What follows belongs to an exercise in optimizing a design on an open flow for small area, a short achievable clock period and few clock cycles; a production flow would make more cautious choices.
Where RTL was checked, it was by simulation tests only, not by an equivalence proof against the original.
Power is estimated from default activity; no workload was simulated.

## pq_engine
module pq_engine (
    input  wire         clk,
    input  wire         rst,
    input  wire         cmd_valid,
    output wire         cmd_ready,
    input  wire [4:0]   cmd_k,
    input  wire [4:0]   cmd_x,
    input  wire [4:0]   cmd_y,
    input  wire         cmd_two,
    input  wire         in_valid,
    output wire         in_ready,
    input  wire [127:0] in_data,
    output wire         out_valid,
    input  wire         out_ready,
    output wire [127:0] out_data,
    output wire [4:0]   out_pos
);
Size in the first run: roughly 4200 cells after synthesis, ~340 flip-flops, about 290 I/O pins, roughly 33000 µm² of cells after synthesis.
clock: 19.0 ns
lec_check: 0
cap_margin: 20
core_margin: 2
core_utilization: 70
cts_cluster_diameter: 100
cts_cluster_size: 20
slew_margin: 20
synth_hierarchical: 1
standard.sh (not shown) runs the stock make flow with config.mk's settings and CLKGATE_MAP_FILE= SYNTH_SCRIPT=/design/flow/synth_recipe.tcl, a recipe that flattens the netlist after the stock synthesis.
==> flow/flow/run.sh <==
#!/bin/bash
# Standard ORFS layout in two calls: synthesis and floorplan with no timing
# repair margin, then placement to the end with timing repair aimed below the
# clock period. Each call's output goes to its own log.
set -euo pipefail
bash standard.sh synth floorplan SETUP_SLACK_MARGIN=0 > orfs_synth_floorplan.log 2>&1
bash standard.sh finish SETUP_SLACK_MARGIN=14.15 "BUFFER_PORTS_ARGS=-buffer_cell sky130_fd_sc_hd__buf_2"  > orfs_place_route.log 2>&1
Testbench counts at the start, summed over its fixed seeds: cycles 8,497.
==> next run, changes <==
--- a/flow/flow/run.sh
+++ b/flow/flow/run.sh
@@ -6,2 +6,2 @@
 bash standard.sh synth floorplan SETUP_SLACK_MARGIN=0 > orfs_synth_floorplan.log 2>&1
-bash standard.sh finish SETUP_SLACK_MARGIN=14.15 "BUFFER_PORTS_ARGS=-buffer_cell sky130_fd_sc_hd__buf_2"  > orfs_place_route.log 2>&1
+bash standard.sh finish SETUP_SLACK_MARGIN=13.95 "BUFFER_PORTS_ARGS=-buffer_cell sky130_fd_sc_hd__buf_2"  > orfs_place_route.log 2>&1
Final cell count fell slightly. Non-clock buffer count drops by 41. Sequential cell count is unchanged. Worst setup slack got worse by 0.080 ns. Design area shrinks by a few percent. Synthesized area does not change. Die area is unchanged.
==> next run, changes <==
--- a/flow/flow/run.sh
+++ b/flow/flow/run.sh
@@ -6,2 +6,2 @@
 bash standard.sh synth floorplan SETUP_SLACK_MARGIN=0 > orfs_synth_floorplan.log 2>&1
-bash standard.sh finish SETUP_SLACK_MARGIN=13.95 "BUFFER_PORTS_ARGS=-buffer_cell sky130_fd_sc_hd__buf_2"  > orfs_place_route.log 2>&1
+bash standard.sh finish SETUP_SLACK_MARGIN=14.0 "BUFFER_PORTS_ARGS=-buffer_cell sky130_fd_sc_hd__buf_2"  > orfs_place_route.log 2>&1
Settings changed: GPL_ROUTABILITY_DRIVEN from default to 0.
=> The new run produced a clean layout; wire length hardly moves; die area does not change; clock-buffer cell count is unchanged; critical path depth is unchanged; power hardly moves; core utilization is about the same; sequential power hardly moves; maximum frequency is about the same.
==> next run, changes <==
Settings changed: CORE_UTILIZATION 70 to 75, GPL_ROUTABILITY_DRIVEN 0 to default.
Total power is about the same.
Synthesized cell count does not change.
Clock power is about the same.
Fmax rose by 1.7%.

========
pq_engine, a different RTL version from the one above (not shown whole).
Size in the first run: about 4700 cells after synthesis, roughly 290 I/O pins, roughly 35000 sq um of cells after synthesis.
==> flow/config.mk <==
export PLATFORM = sky130hd
export DESIGN_NAME = pq_engine
export DESIGN_NICKNAME = pq_engine
export VERILOG_FILES = /design/flow/design.v
export SDC_FILE = /design/flow/constraint.sdc
export NUM_CORES = 8
export LEC_CHECK = 0
export CAP_MARGIN = 20
export CORE_MARGIN = 2
export CORE_UTILIZATION = 70
export CTS_CLUSTER_DIAMETER = 100
export CTS_CLUSTER_SIZE = 20
export SLEW_MARGIN = 20
==> flow/constraint.sdc <==
create_clock -name core_clock -period 19.0 [get_ports {clk}]
set_input_delay 3.8000 -clock core_clock [delete_from_list [all_inputs] [get_ports {clk}]]
set_output_delay 3.8000 -clock core_clock [all_outputs]
set_load 0.01 [all_outputs]
==> flow/flow/run.sh <==
#!/bin/bash
# Standard ORFS layout in two calls: synthesis and floorplan with no timing
# repair margin, then placement to the end with timing repair aimed below the
# clock period. Each call's output goes to its own log.
set -euo pipefail
bash standard.sh synth floorplan SETUP_SLACK_MARGIN=0 > orfs_synth_floorplan.log 2>&1
bash standard.sh finish SETUP_SLACK_MARGIN=14.0 "BUFFER_PORTS_ARGS=-buffer_cell sky130_fd_sc_hd__buf_2"  > orfs_place_route.log 2>&1
Edit:
CTS_CLUSTER_DIAMETER = not set   (was 100)
CTS_CLUSTER_SIZE = not set   (was 20)
Outcome:
- The changed run completed with no timing, DRC or antenna violations
- worst setup slack degrades by 22 ps
- total power rises by 9.0%
- synthesized area does not change
- final cell count rises by 0.72%
- clock power is higher by 64%
- hold slack degrades by 12 ps
- design area grows by 2.2%
- non-clock buffer count goes down by 1
Function was not checked in any run of this note: the RTL went through the layout flow alone.

========
## run A
Another version of the RTL of pq_engine (not shown whole).
Size: ~4400 cells after synthesis, ~340 flip-flops, ~290 I/O pins, about 33000 µm² of cells after synthesis.
==> flow/design.v (excerpt) <==
module pq_engine (
    input  wire         clk,
    input  wire         rst,
    input  wire         cmd_valid,
    output wire         cmd_ready,
    input  wire [4:0]   cmd_k,
    input  wire [4:0]   cmd_x,
    input  wire [4:0]   cmd_y,
    input  wire         cmd_two,
    input  wire         in_valid,
    output wire         in_ready,
    input  wire [127:0] in_data,
    output wire         out_valid,
    input  wire         out_ready,
    output wire [127:0] out_data,
    output wire [4:0]   out_pos
);
==> flow/config.mk <==
export PLATFORM = sky130hd
export DESIGN_NAME = pq_engine
export DESIGN_NICKNAME = pq_engine
export VERILOG_FILES = /design/flow/design.v
export SDC_FILE = /design/flow/constraint.sdc
export NUM_CORES = 8
export LEC_CHECK = 0
export CAP_MARGIN = 20
export CORE_MARGIN = 2
export CORE_UTILIZATION = 75
export CTS_CLUSTER_DIAMETER = 100
export CTS_CLUSTER_SIZE = 20
export SLEW_MARGIN = 20
export SYNTH_HIERARCHICAL = 1
==> flow/constraint.sdc <==
create_clock -name core_clock -period 19.0 [get_ports {clk}]
set_input_delay 3.8000 -clock core_clock [delete_from_list [all_inputs] [get_ports {clk}]]
set_output_delay 3.8000 -clock core_clock [all_outputs]
set_load 0.01 [all_outputs]
Scripts as last shown in full above: flow/flow/run.sh
Edits applied to the flow inputs when going from run A to run B:
Settings: changing CORE_UTILIZATION from 75 to 70.
diff --git a/flow/flow/run.sh b/flow/flow/run.sh
--- a/flow/flow/run.sh
+++ b/flow/flow/run.sh
@@ -6,2 +6,2 @@
 bash standard.sh synth floorplan SETUP_SLACK_MARGIN=0 > orfs_synth_floorplan.log 2>&1
-bash standard.sh finish SETUP_SLACK_MARGIN=14.0 "BUFFER_PORTS_ARGS=-buffer_cell sky130_fd_sc_hd__buf_2"  > orfs_place_route.log 2>&1
+bash standard.sh finish SETUP_SLACK_MARGIN=14.2 "BUFFER_PORTS_ARGS=-buffer_cell sky130_fd_sc_hd__buf_2" "SETUP_MOVE_SEQUENCE=unbuffer,sizeup,swap" > orfs_place_route.log 2>&1
[summary]
Run A -> run B: cell count flat
Run B vs. run A: flip-flop and latch power went up about 4%; area growth from synthesis to layout went up 6.5 points; pin count of the biggest net entering global routing went up 69.
~same first-pass GRT wire length in run A and run B
Looking at capturing instance or port of the critical path, the acc_a[66] result is from run A; the acc_a[93] one comes from run B.
The master of the slowest instance on the critical path comes out sky130_fd_sc_hd__xor2_1 in one run and sky130_fd_sc_hd__and2_4 in the other, namely in run A and run B respectively.
Modified inputs, run C compared to run B
==> flow/flow/run.sh <==
#!/bin/bash
# Standard ORFS layout in two calls: synthesis and floorplan with no timing
# repair margin, then placement to the end with timing repair aimed below the
# clock period. Each call's output goes to its own log.
set -euo pipefail
bash standard.sh synth floorplan SETUP_SLACK_MARGIN=0 > orfs_synth_floorplan.log 2>&1
bash standard.sh finish SETUP_SLACK_MARGIN=14.0 "BUFFER_PORTS_ARGS=-buffer_cell sky130_fd_sc_hd__buf_2"  > orfs_place_route.log 2>&1
### Flow results
[compare] base=run B new=run C: clock power share grew by 0.6 points; global router's overall resource usage went up by 2.5 points; global-route track usage on met3 went up 1.6 points.
#### Input delta (run D over run C)
diff --git a/flow/flow/run.sh b/flow/flow/run.sh
--- a/flow/flow/run.sh
+++ b/flow/flow/run.sh
@@ -6,2 +6,2 @@
 bash standard.sh synth floorplan SETUP_SLACK_MARGIN=0 > orfs_synth_floorplan.log 2>&1
-bash standard.sh finish SETUP_SLACK_MARGIN=14.0 "BUFFER_PORTS_ARGS=-buffer_cell sky130_fd_sc_hd__buf_2"  > orfs_place_route.log 2>&1
+bash standard.sh finish SETUP_SLACK_MARGIN=13.95 "BUFFER_PORTS_ARGS=-buffer_cell sky130_fd_sc_hd__buf_2"  > orfs_place_route.log 2>&1
Results
Run D: met2 layer wire length in the routed design is 1.1% lower than what run C reported.
Compared with run C, run D shows wire length that has gone down slightly.
Summary of run D over run C: area added between synthesis and finish saw a decrease, worst endpoint data arrival time saw an increase.
Compared with run C, in run D total of endpoints with negative setup slack in the final report now sits at about the same level; total power consumption of the routed design now sits lower; reported net switching power now sits at about the same level; utilization after layout now sits lower.
Looking at design area across run C and run D, the one that comes out higher is run C.
For number of nets in the finished design, run C and run D come out practically identical.
No run of this note included a check of the RTL's function; only the layout flow was run.

[afterwards: timing with drivers on the ports]
The results above use ideal ports. As a check the final layouts listed here were re-extracted and re-timed, cells and wires unchanged.
Step 1 sets driving cells, clkbuf_16 on the clock port and buf_2 on the other inputs (assumed; they add their load-dependent delay and slew).
Step 2 moves the port delays by t, midway between the first and last clock arrival at a register: inputs arrive t later, outputs are due t later. That takes back most of the time a late clock gives input paths.
Three values: no drivers, after step 1, after step 2; two values: the first two.
| run | shift t [ns] | setup WS [ns] | hold WS [ns] | worst setup path after step 2 |
|---|---|---|---|---|
| the first run of note 1 | 0.620 | 14.029 / 14.011 / 13.440 | 0.447 / 0.447 / 0.447 | input to register |
| the second run of note 1 | 0.619 | 13.948 / 13.889 / 13.423 | 0.437 / 0.437 / 0.437 | input to register |
| the third run of note 1 | 0.618 | 13.944 / 13.885 / 13.458 | 0.440 / 0.440 / 0.440 | input to register |
| the fourth run of note 1 | 0.621 | 14.026 / 13.964 / 13.443 | 0.439 / 0.439 / 0.439 | input to register |
| the first run of note 2 | 0.632 | 13.982 / 13.937 / 13.345 | 0.450 / 0.450 / 0.450 | input to register |
| the second run of note 2 | 0.654 | 13.959 / 13.926 / 13.308 | 0.437 / 0.437 / 0.437 | input to register |
| run A | 0.615 | 13.934 / 13.950 / 13.347 | 0.485 / 0.485 / 0.485 | input to register |
| run B | 0.623 | 13.312 / 13.320 / 12.697 | 0.507 / 0.507 / 0.507 | input to register |
| run C | 0.627 | 13.986 / 13.922 / 13.402 | 0.506 / 0.506 / 0.506 | input to register |
| run D | 0.628 | 13.963 / 13.927 / 13.360 | 0.508 / 0.508 / 0.508 | input to register |
After both steps every run listed still meets setup and hold. The setup slack of the second run of note 2, which loses most, moves by -0.033 ns with the drivers and by -0.651 ns with both steps.
